What follows belongs to an exercise in optimizing a design on an open flow for small area, a short achievable clock period and few clock cycles per item; a production flow would make more cautious choices.
Function was checked by simulation only, so behaviour that the tests miss may differ from the original.
Power and IR drop assume default switching activity.

`design/flow/config.mk`:
```
export PLATFORM = sky130hd
export DESIGN_NAME = freq_regress
export DESIGN_NICKNAME = freq_regress
export VERILOG_FILES = /design/flow/design.v
export SDC_FILE = /design/flow/constraint.sdc
export NUM_CORES = 4
export LEC_CHECK = 0
export CAP_MARGIN = 35
export CORE_MARGIN = 2
export CORE_UTILIZATION = 40
export SLEW_MARGIN = 35
```
`design/flow/flow/run.sh`:
```
#!/bin/bash
# The standard layout (standard.sh: the standard synthesis, floorplan,
# placement, CTS and routing at the design's clock period and constraints),
# with the timing repair steps aiming at a larger setup slack margin so that
# the layout's achieved period comes out shorter. The make output goes to
# layout.log; ORFS keeps each step's own log under orfs/logs/.
set -euo pipefail
bash standard.sh SETUP_SLACK_MARGIN=9.5 finish > layout.log 2>&1
```
`design/flow/design.v`:
```
module fr_div #(
    parameter W = 29             
) (
    input  wire [W-1:0] rem,
    input  wire         b1,
    input  wire         b0,
    input  wire [W-1:0] dv,
    input  wire [W+1:0] dv3,     
    output wire [W-1:0] rem_o,
    output wire [1:0]   q
);
    wire [W+1:0] sh = {rem, b1, b0};
    wire [W+2:0] t1 = {1'b0, sh} - {3'b000, dv};
    wire [W+2:0] t2 = {1'b0, sh} - {2'b00, dv, 1'b0};
    wire [W+2:0] t3 = {1'b0, sh} - {1'b0, dv3};
    assign q     = ~t3[W+2] ? 2'd3 : ~t2[W+2] ? 2'd2 : ~t1[W+2] ? 2'd1 : 2'd0;
    assign rem_o = ~t3[W+2] ? t3[W-1:0] : ~t2[W+2] ? t2[W-1:0] :
                   ~t1[W+2] ? t1[W-1:0] : sh[W-1:0];
endmodule
module freq_regress (
    input  wire        clk,
    input  wire        rst,           
    input  wire        start,         
    input  wire [29:0] p_nom,         
    input  wire        stamp_valid,
    input  wire [39:0] stamp,         
    input  wire        stamp_last,    
    output wire        stamp_ready,
    output wire        busy,
    output wire        done,          
    output wire        ok,            
    output wire [5:0]  kept,          
    output wire [47:0] period_q,      
    output wire [55:0] anchor_q,      
    output wire [31:0] freq           
);
    localparam [1:0] I_IDLE = 2'd0, I_RUN = 2'd1, I_HAND = 2'd3;
    localparam [1:0] P_IDLE = 2'd0, P_RUN = 2'd1, P_HAND = 2'd2;
    localparam [1:0] M_NORM = 2'd0, M_SLOW = 2'd1, M_ADV = 2'd2;
    localparam [1:0] D_IDLE = 2'd0, D_RUN = 2'd1, D_FIN = 2'd2, D_DONE = 2'd3;
    localparam [2:0] O_NONE = 3'd0, O_FIRST = 3'd1, O_STEP = 3'd2, O_KEEP = 3'd3,
                     O_KEEP2 = 3'd7;
    reg  [1:0]  ist;
    reg         busy_r, rdy_r;
    reg  [29:0] p;
    reg  [31:0] p3;             
    reg  [5:0]  nrecv;          
    reg         got_last;
    reg         hv, tv;         
    reg  [39:0] hs, ts;
    reg         have0;          
    reg  [39:0] s0;             
    reg  [8:0]  s0h1;           
    reg  [35:0] tlo, thi;       
    reg  [1:0]  mode;
    reg  [9:0]  mcnt;
    reg  [35:0] u;              
    reg  [2:0]  op;             
    reg  [31:0] sp;             
    reg  [5:0]  K;
    reg  [9:0]  nc;
    reg  [15:0] Sn, A1;         
    reg  [21:0] Gp;
    reg  [23:0] A2;
    reg  [28:0] D;
    reg  [37:0] Ssk;
    reg  [47:0] B1k;
    reg  [1:0]  pst;
    reg  [37:0] pSsk;
    reg  [47:0] pB1k;
    reg  [15:0] qSn, qA1;
    reg  [21:0] pGp;
    reg  [5:0]  pK;
    reg  [28:0] pD;
    reg  [39:0] ps0;
    reg  [4:0]  j;
    reg  [51:0] accP, cryP;     
    reg  [61:0] accA, cryA;
    assign busy        = busy_r;
    assign stamp_ready = rdy_r;
    wire [32:0] sdiff = {1'b0, hs[31:0]} - {1'b0, s0[31:0]};
    wire        excl  = ~(((hs[39:32] == s0[39:32]) & ~sdiff[32]) |
                          (({1'b0, hs[39:32]} == s0h1) & sdiff[32]));
    wire [35:0] wlo   = {hs[33:0], 2'b00} - tlo;
    wire [35:0] whi   = {hs[33:0], 2'b00} - thi;
    wire        lo_ok = ~wlo[35];
    wire        hi_ok = whi[35];
    wire [35:0] ulo4  = u - {4'd0, p, 2'b00};                
    wire [35:0] uhi4  = u - {3'd0, p3, 1'b1};                
    wire        slo   = ~ulo4[35];
    wire        shi   = uhi4[35];
    wire [35:0] tlo_k = {hs[33:0], 2'b00} + {4'd0, p3};
    wire [35:0] thi_k = {hs[33:0], 2'b00} + {4'd0, p3} + {5'd0, p, 1'b1};
    wire ev     = (ist == I_RUN) & hv;
    wire n_excl = (mode == M_NORM) & (excl | ~lo_ok);
    wire n_keep = (mode == M_NORM) & ~excl & lo_ok & hi_ok;
    wire n_slow = (mode == M_NORM) & ~excl & lo_ok & ~hi_ok;
    wire s_excl = (mode == M_SLOW) & ~slo;
    wire s_adv  = (mode == M_SLOW) & slo & shi;     
    wire s_keep = s_adv & (mcnt == 10'd1);
    wire s_more = (mode == M_SLOW) & slo & ~shi;
    wire a_step = (mode == M_ADV) & (mcnt != 10'd1);
    wire a_keep = (mode == M_ADV) & (mcnt == 10'd1);
    wire do_first = ev & ~have0;
    wire do_keep  = ev & have0 & (n_keep | s_keep | a_keep);
    wire pop      = ev & (~have0 | n_excl | n_keep | s_excl | s_keep | a_keep);
    wire take     = rdy_r & stamp_valid;
    wire push     = take & (nrecv != 6'd32);
    wire last_n   = got_last | (take & stamp_last);
    wire hv_n     = pop ? (tv | push) : (hv | push);
    wire tv_n     = pop ? (tv & push) : (tv | (hv & push));
    wire run_end  = (ist == I_RUN) & got_last & ~hv & ~tv;
    wire go       = (ist == I_IDLE) & start;
    wire div_free;
    wire hand     = (pst == P_HAND) & div_free;               
    wire prod_free = (pst == P_IDLE) | hand;
    wire take_p   = (ist == I_HAND) & prod_free;              
    wire        ps   = (j < 5'd16);          
    wire        b_k  = (j < 5'd6) & pK[j[2:0]];
    wire        b_sn = ps & qSn[15];
    wire        b_a1 = ps & qA1[15];
    wire        b_gp = pGp[21];
    wire        dbl  = op[2];
    wire [23:0] a2x  = dbl ? {7'd0, A1[14:0], 2'b00} : {8'd0, A1[14:0], 1'b0};
    wire [23:0] a2k  = dbl ? {16'd0, K, 2'b00} : {18'd0, K};
    wire [23:0] a2s  = A2 + a2x + a2k;
    wire [28:0] D_k  = D + {5'd0, A2} + {5'd0, a2x} + {5'd0, a2k};
    wire [51:0] pP1 = b_a1 ? {14'd0, pSsk} : 52'd0;
    wire [51:0] pP3 = ~(b_k ? {4'd0, pB1k} : 52'd0);
    wire [51:0] pPa = {accP[50:0], 1'b0}, pPb = {cryP[50:0], 1'b0};
    wire [51:0] xP1 = pPa ^ pPb ^ pP1;
    wire [51:0] yP1 = {(pPa[50:0] & pPb[50:0]) | (pPa[50:0] & pP1[50:0]) | (pPb[50:0] & pP1[50:0]), 1'b1};
    wire [51:0] sP  = xP1 ^ yP1 ^ pP3;
    wire [51:0] cP  = {(xP1[50:0] & yP1[50:0]) | (xP1[50:0] & pP3[50:0]) | (yP1[50:0] & pP3[50:0]), 1'b0};
    wire [61:0] pA1 = b_sn ? {14'd0, pB1k} : 62'd0;
    wire [61:0] pA3 = ~(b_gp ? {24'd0, pSsk} : 62'd0);
    wire [61:0] pAa = {accA[60:0], 1'b0}, pAb = {cryA[60:0], 1'b0};
    wire [61:0] xA1 = pAa ^ pAb ^ pA1;
    wire [61:0] yA1 = {(pAa[60:0] & pAb[60:0]) | (pAa[60:0] & pA1[60:0]) | (pAb[60:0] & pA1[60:0]), 1'b1};
    wire [61:0] sA  = xA1 ^ yA1 ^ pA3;
    wire [61:0] cA  = {(xA1[60:0] & yA1[60:0]) | (xA1[60:0] & pA3[60:0]) | (yA1[60:0] & pA3[60:0]), 1'b0};
    always @(posedge clk) begin
        p3 <= {1'b0, p, 1'b0} + {2'b00, p};
        if (rst) begin
            ist      <= I_IDLE;
            busy_r   <= 1'b0;
            rdy_r    <= 1'b0;
            hv       <= 1'b0;
            tv       <= 1'b0;
            got_last <= 1'b0;
            mode     <= M_NORM;
            op       <= O_NONE;
            pst      <= P_IDLE;
        end else begin
            case (ist)
            I_IDLE: if (start) begin
                p        <= p_nom;
                nrecv    <= 6'd0;
                got_last <= 1'b0;
                have0    <= 1'b0;
                mode     <= M_NORM;
                busy_r   <= 1'b1;
                ist      <= I_RUN;
            end
            I_RUN: if (run_end) ist <= I_HAND;
            I_HAND: if (prod_free) begin
                busy_r <= 1'b0;
                ist    <= I_IDLE;
            end
            default: ;
            endcase
            if (take_p) begin
                pSsk <= Ssk;
                pB1k <= B1k;
                qSn  <= Sn;
                qA1  <= A1;
                pGp  <= Gp;
                pK   <= K;
                pD   <= D;
                ps0  <= s0;
                accP <= 52'd0;
                cryP <= 52'd0;
                accA <= 62'd0;
                cryA <= 62'd0;
                j    <= 5'd21;
                pst  <= P_RUN;
            end else if (pst == P_RUN) begin
                accP <= sP;
                cryP <= cP;
                accA <= sA;
                cryA <= cA;
                if (ps) qSn <= {qSn[14:0], 1'b0};
                if (ps) qA1 <= {qA1[14:0], 1'b0};
                pGp  <= {pGp[20:0], 1'b0};
                j    <= j - 5'd1;
                if (j == 5'd0) pst <= P_HAND;
            end else if (hand) begin
                pst  <= P_IDLE;
            end
            rdy_r    <= (go | ((ist == I_RUN) & ~run_end)) & ~last_n &
                        ~(hv_n & tv_n);
            got_last <= go ? 1'b0 : last_n;
            if (take && nrecv != 6'd32) nrecv <= nrecv + 6'd1;
            hv <= hv_n;
            tv <= tv_n;
            if (pop) begin
                if (tv) hs <= ts;
                else if (push) hs <= stamp;
                if (push) ts <= stamp;
            end else begin
                if (!hv && push) hs <= stamp;
                if (push) ts <= stamp;
            end
            op <= O_NONE;
            sp <= sdiff[31:0];
            if (ev) begin
                if (!have0) begin
                    have0 <= 1'b1;
                    s0    <= hs;
                    s0h1  <= {1'b0, hs[39:32]} + 9'd1;
                    tlo   <= tlo_k;
                    thi   <= thi_k;
                    op    <= O_FIRST;
                end else begin
                    if (n_slow) begin
                        u    <= wlo;
                        mcnt <= 10'd1;
                        mode <= M_SLOW;
                    end
                    if (s_more) begin
                        u    <= ulo4;
                        mcnt <= mcnt + 10'd1;
                    end
                    if (s_excl) mode <= M_NORM;
                    if (s_adv & ~s_keep) mode <= M_ADV;
                    if (a_step) begin
                        mcnt <= mcnt - 10'd1;
                        op   <= O_STEP;
                    end
                    if (do_keep) begin
                        mode <= M_NORM;
                        tlo  <= tlo_k;
                        thi  <= thi_k;
                        op   <= n_keep ? O_KEEP : O_KEEP2;
                    end
                end
            end
            case (op)
            O_FIRST: begin
                K   <= 6'd1;
                nc  <= 10'd0;
                Sn  <= 16'd0;
                A1  <= 16'd0;
                A2  <= 24'd0;
                D   <= 29'd0;
                Gp  <= 22'd0;
                Ssk <= 38'h1_0000_0000;
                B1k <= 48'd0;
            end
            O_STEP, O_KEEP, O_KEEP2: begin
                B1k <= B1k + (dbl ? {9'd0, Ssk, 1'b0} : {10'd0, Ssk});
                Gp  <= Gp + (dbl ? {5'd0, Sn[14:0], 1'b0} : {6'd0, Sn});
                A1  <= A1 + (dbl ? {9'd0, K, 1'b0} : {10'd0, K});
                A2  <= a2s;
                nc  <= nc + {8'd0, dbl, ~dbl};
                if (op != O_STEP) begin
                    K   <= K + 6'd1;
                    Sn  <= Sn + {6'd0, nc} + {14'd0, dbl, ~dbl};
                    Ssk <= Ssk + {5'd0, 1'b1, sp};
                    D   <= D_k;
                end
            end
            default: ;
            endcase
        end
    end
    reg  [1:0]  dst;
    reg  [4:0]  dcnt;
    reg  [28:0] dD;
    reg  [30:0] dD3;
    reg         f125;           
    reg  [51:0] dNp;
    reg  [53:0] dNp3;
    reg  [78:0] RP, RA;         
    reg  [83:0] RF;             
    reg  [39:0] s0d;
    reg  [5:0]  keptd;
    reg         okd, donr;
    assign div_free = (dst == D_IDLE) | (dst == D_DONE);
    assign done     = donr;
    assign ok       = okd;
    assign kept     = keptd;
    assign period_q = RP[47:0];
    assign anchor_q = RA[55:0];
    assign freq     = RF[31:0];
    wire [28:0] rp2, ra2;
    wire [51:0] rf2;
    wire [1:0]  qp, qa, qf;
    wire [51:0] Np  = accP + cryP;
    wire [61:0] Nap = accA + cryA;
    fr_div #(.W(29)) u_p (.rem(RP[78:50]), .b1(RP[49]), .b0(RP[48]), .dv(dD),
                          .dv3(dD3), .rem_o(rp2), .q(qp));
    fr_div #(.W(29)) u_a (.rem(RA[78:50]), .b1(RA[49]), .b0(RA[48]), .dv(dD),
                          .dv3(dD3), .rem_o(ra2), .q(qa));
    fr_div #(.W(52)) u_f (.rem(RF[83:32]), .b1(RF[31]), .b0(RF[30]), .dv(dNp),
                          .dv3(dNp3), .rem_o(rf2), .q(qf));
    wire [54:0] fv    = RF[83:29];
    wire [54:0] fvm   = fv + (f125 ? {fv[47:0], 7'd0} : {fv[50:0], 4'd0})
                           + (f125 ? ~{fv[52:0], 2'b00} : {fv[51:0], 3'd0})
                           + {54'd0, f125};
    wire [46:0] per_r = RP[49:3] + {46'd0, RP[2]};
    wire [55:0] anc_r = {s0d, 16'd0} + {{8{~RA[49]}}, RA[48:1]} + {55'd0, RA[0]};
    wire [29:0] frq_r = RF[31:2] + {29'd0, RF[1]};
    always @(posedge clk) begin
        if (rst) begin
            dst  <= D_IDLE;
            donr <= 1'b0;
        end else begin
            donr <= 1'b0;
            if (hand) begin
                dD    <= pD;
                dD3   <= {pD, 1'b0} + {2'b00, pD};
                f125  <= 1'b1;
                dNp   <= Np;
                RP    <= {8'd0, Np, 19'd0};
                RA    <= {Nap, 17'd0};
                RF    <= {26'd0, pD, 29'd0};
                s0d   <= ps0;
                keptd <= pK;
                okd   <= (pK >= 6'd2);
                dcnt  <= 5'd0;
                dst   <= D_RUN;
            end else begin
                case (dst)
                D_RUN: begin
                    if (dcnt == 5'd0) dNp3 <= {dNp, 1'b0} + {2'b00, dNp};
                    f125 <= (dcnt < 5'd2);
                    RP   <= {rp2, RP[47:0], qp};
                    RA   <= {ra2, RA[47:0], qa};
                    if (dcnt < 5'd4)
                        RF[83:29] <= fvm;
                    else if (dcnt < 5'd20)
                        RF <= {rf2, RF[29:0], qf};
                    dcnt <= dcnt + 5'd1;
                    if (dcnt == 5'd24) dst <= D_FIN;
                end
                D_FIN: begin
                    RP[47:0] <= okd ? {1'b0, per_r} : 48'd0;
                    RA[55:0] <= okd ? anc_r : 56'd0;
                    RF[31:0] <= okd ? {2'b00, frq_r} : 32'd0;
                    donr     <= 1'b1;
                    dst      <= D_DONE;
                end
                D_DONE: dst <= D_IDLE;
                default: ;
                endcase
            end
        end
    end
endmodule
```
`design/flow/constraint.sdc`:
```
create_clock -name core_clock -period 14.0 [get_ports {clk}]
set_input_delay 2.8000 -clock core_clock [delete_from_list [all_inputs] [get_ports {clk}]]
set_output_delay 2.8000 -clock core_clock [all_outputs]
set_load 0.01 [all_outputs]
```
`design/flow/standard.sh`:
```
#!/bin/bash
# synth_recipe.tcl (not shown) runs the flow's synth.tcl, then flattens the netlist and writes it again
# the make line also repeats each setting of config.mk as NAME=value (left out here)
make -C /OpenROAD-flow-scripts/flow DESIGN_CONFIG=/design/flow/config.mk WORK_HOME=/design/flow/orfs CLKGATE_MAP_FILE= SYNTH_SCRIPT=/design/flow/synth_recipe.tcl "${@:-finish}"
```
==> run summary <==
VDD IR max 0.0976 mV; worst clock skew 78.3 ps; mapped cell area 117000 sq um; synth warn 1; Die Y 544 microns; Main synth FF type edfxtp_1; Post-synth EDFFs 1431; Max Root-Sink Buffers 4; routed vias 92500; TritonRoute pass-1 iters 7; Clk Latency, worst-skew pair 900 ps; area share of the largest cell type after synthesis 0.369; R2R depth 22; first-pass GRT wire length 537000 microns; CP Capture Type register; Mapped Cells 12100; max_slew headroom 0.369; Final TNS setup 0 ps; Clk pin slew, worst setup/hold paths 60 ps; worst setup path start f125; worst setup path class reg2reg; clk sink count 1480; RSZ-0062 raised after global routing true; placed insts 15900; CP required 14580 ps; CTS tree yes; starting density of the core 0.402; synth top area cells edfxtp_1 37%, ha_1 12%, fa_1 5.2%; initial drt markers 7278; Port-buffer cells 220; classification of the worst-slack hold path reg2reg; Post-DP HPWL 261000 microns; area grow syn2layout 16.9%; syn_nets 13600; Max Cap Violations 0; Setup violations, final 0; H-Tree Level Count 4; initial antenna violation count 9; Max Freq 0.205 GHz; Syn Area/Cell 9.64 sq um; worst slack at placement 7790 ps; cell taking the most area after synthesis edfxtp_1; worst reg2reg setup slack 9110 ps; hold bufs inserted after CTS 0; crit start category register; RR Endpoint RF[81]; total wire length 359000 microns; min cycle time layout 4890 ps; Static Leak 56.4 nW; Final nets 14100; Root Buffer clkbuf_16; Setup WS post-layout 9110 ps; GR Overflow Total 0; layout cell share with drive strength beyond 1 0.122; row count 198; FFs w/ async S/R, synth 0; Final period util 0.349; Total GRT Usage 0.234; design area 136000 sq um; critical path arrival 5470 ps; hold path start ps0[35]; sequential area share after synthesis 0.377; Finished Layout Cells 16600; WL per Instance 21.6 microns; Slew Limit Fails 0; Distinct cells, synth 103; core box area 290000 sq um; CP Capture Point RF[81]; Final Hold Viols 0; Final ANT Viol Nets 0; via/cell ratio 5.56; Worst Max-Slew Pin Slew 947 ps; number of global-route vias before repair 90100; GPL Wtd Cong 0.955; P per Cell Area 90.7 nW/um^2; placed instance area 123000 sq um; CP max FO 8; cell breakdown of the critical path buf_6 -> buf_12 -> buf_16 -> buf_12 -> a21boi_2 -> fa_1 -> inv_1 -> ha_4 -> o21a_1 -> o21ai_2 -> o32ai_2 -> buf_4 -> a32oi_4 -> a31o_4 -> nor4b_4 -> o31a_1 -> o311a_1 -> o21a_1 -> o21a_1 -> o41ai_2 -> xnor2_1 -> o22ai_1; Die X 544 microns; synthesized flop and latch total 1480; status complete, no violations; drt drc 0; largest net degree at the start of global routing 103; full die area 296000 sq um; CTS buffer count 182; most used cell, CP o21a_1; CP peak stage delay 420 ps; I/O pin count 221; reg2reg start f125; slowest CP cell edfxtp_1
## final cells by class
type                       count  area, sq um
timing repair buffer         741         7170
antenna                        3         7.51
fill                       27400       154000
clock buffer                 221         4840
sequential                  1480        44000
multi-input combinational   9091        70100
clock inverter               107         1240
inverter                    1095         4160
tap                         3900         4880
## cell usage in the layout (no fill, tap or decap), drive strengths merged, types with 237 or more instances in the layout
cell type     n
edfxtp     1431
ha         1119
inv        1099
nand2      1046
a21oi       918
nor2        906
o21ai       712
xnor2       600
buf         543
a21o        441
xor2        340
fa          300
clkbuf      237
## registers in the layout (all words and copies together) (netlist names), 48 cells and up
signal and count:
dNp 52, RA 79, cryP 51, dNp3 54, pB1k 48, RF 84
RP 79, accP 52, B1k 48, accA 62, cryA 61
## report_power, final
part	switching (mW)	internal, mW
combinational	1.32	0.982
clock	2.04	2.91
sequential	0.101	5.02
total	3.46	8.91
## cell usage after synthesis (32+ instances only)
master / number
edfxtp_1: 1431
ha_1: 1119
inv_1: 1094
nand2_1: 1046
a21oi_1: 916
nor2_1: 906
o21ai_0: 690
xnor2_1: 599
a21o_1: 441
xor2_1: 340
fa_1: 300
clkbuf_1: 241
and2_1: 231
nand3_1: 213
nor3_1: 196
nand2b_1: 157
nor2b_1: 153
o21a_1: 142
buf_4: 136
and3_1: 133
o21bai_1: 116
a31oi_1: 113
a211oi_1: 110
o211ai_1: 102
nand4_1: 97
a21boi_0: 89
mux2_2: 86
or3_1: 65
dfxtp_1: 49
o31ai_1: 45
a221oi_1: 43
o22ai_1: 43
or2_2: 32
## worst max-delay path, delay by kind of cell (launching register included)
family | cells | cell delay (ps)
compound gates | 12 | 2400
xor+xnor | 1 | 190
fa+ha+maj | 2 | 650
buf+inv | 6 | 900
flops | 1 | 420
simple gates | 1 | 50
## logic make-up (layout without fill, tap and decap cells)
family / Yosys count / after routing / synth area share
AOI/OAI and AO/OA: 3239 / 3240 / 0.178
xor gates and xnor gates: 940 / 940 / 0.0707
adders and majority gates: 1420 / 1420 / 0.172
buffers and inverters: 1527 / 2164 / 0.0538
DFF: 1480 / 1480 / 0.377
muxes: 143 / 143 / 0.0136
other: 0 / 3 / 0
and+or+nand+nor: 3348 / 3348 / 0.135
## what timing repair did
action                     in CTS  in global routing
pin swaps                     127                214
setup endpoints to repair     926                658
buffers inserted              269                128
gates cloned                   15                 14
resized for setup             798                454
## routing by layer
metal  GRT usage  share of wire
met1       0.294           0.41
met2       0.392           0.47
met3      0.0287          0.056
met4       0.125          0.065
met5           0        0.00011
## worst min path at each step
stage / slack, ps / end / cells past startpoint
2_1_floorplan: 400 / s0d[0] / 0
3_3_place_gp: 400 / s0d[18] / 0
3_5_place_dp: 410 / s0d[18] / 0
4_1_cts: 400 / s0d[35] / 0
5_1_grt: 410 / s0d[28] / 0
6_report: 400 / s0d[35] / 0
## metrics by stage
stage	power, mW	hold WS, ps	util
after floorplan	6.55	400	-
after global placement	7.13	403	0.422
after detailed placement	7.15	406	0.422
after CTS	12.3	401	0.458
after global routing	12.8	414	0.469
final	12.4	401	0.469
Testbench counts, summed over its fixed seeds: cycles 20,075, gates 720.

==> static timing again, ports no longer ideal <==
The results above use ideal ports. As a check the final layout listed here was re-extracted and re-timed, cells and wires unchanged. Step 1, drivers: a clkbuf_16 drives clk and a buf_2 each remaining input, both assumed. Step 2, shift: input delay + t, output delay - t, t = (earliest + latest rising clock arrival at the registers) / 2. This alone moves slack from input paths to output paths. Three values: ideal ports, drivers, drivers and shift; two values: the first two.
t (ns): 0.956
slack for setup (ns): 9.111 / 9.111 / 8.707
slew at the worst register clock pin (ns): 0.07 / 0.07
After both steps this run still meets setup and hold. For this run, drivers alone change the setup slack by 0.000 ns; drivers and shift together by -0.404 ns.
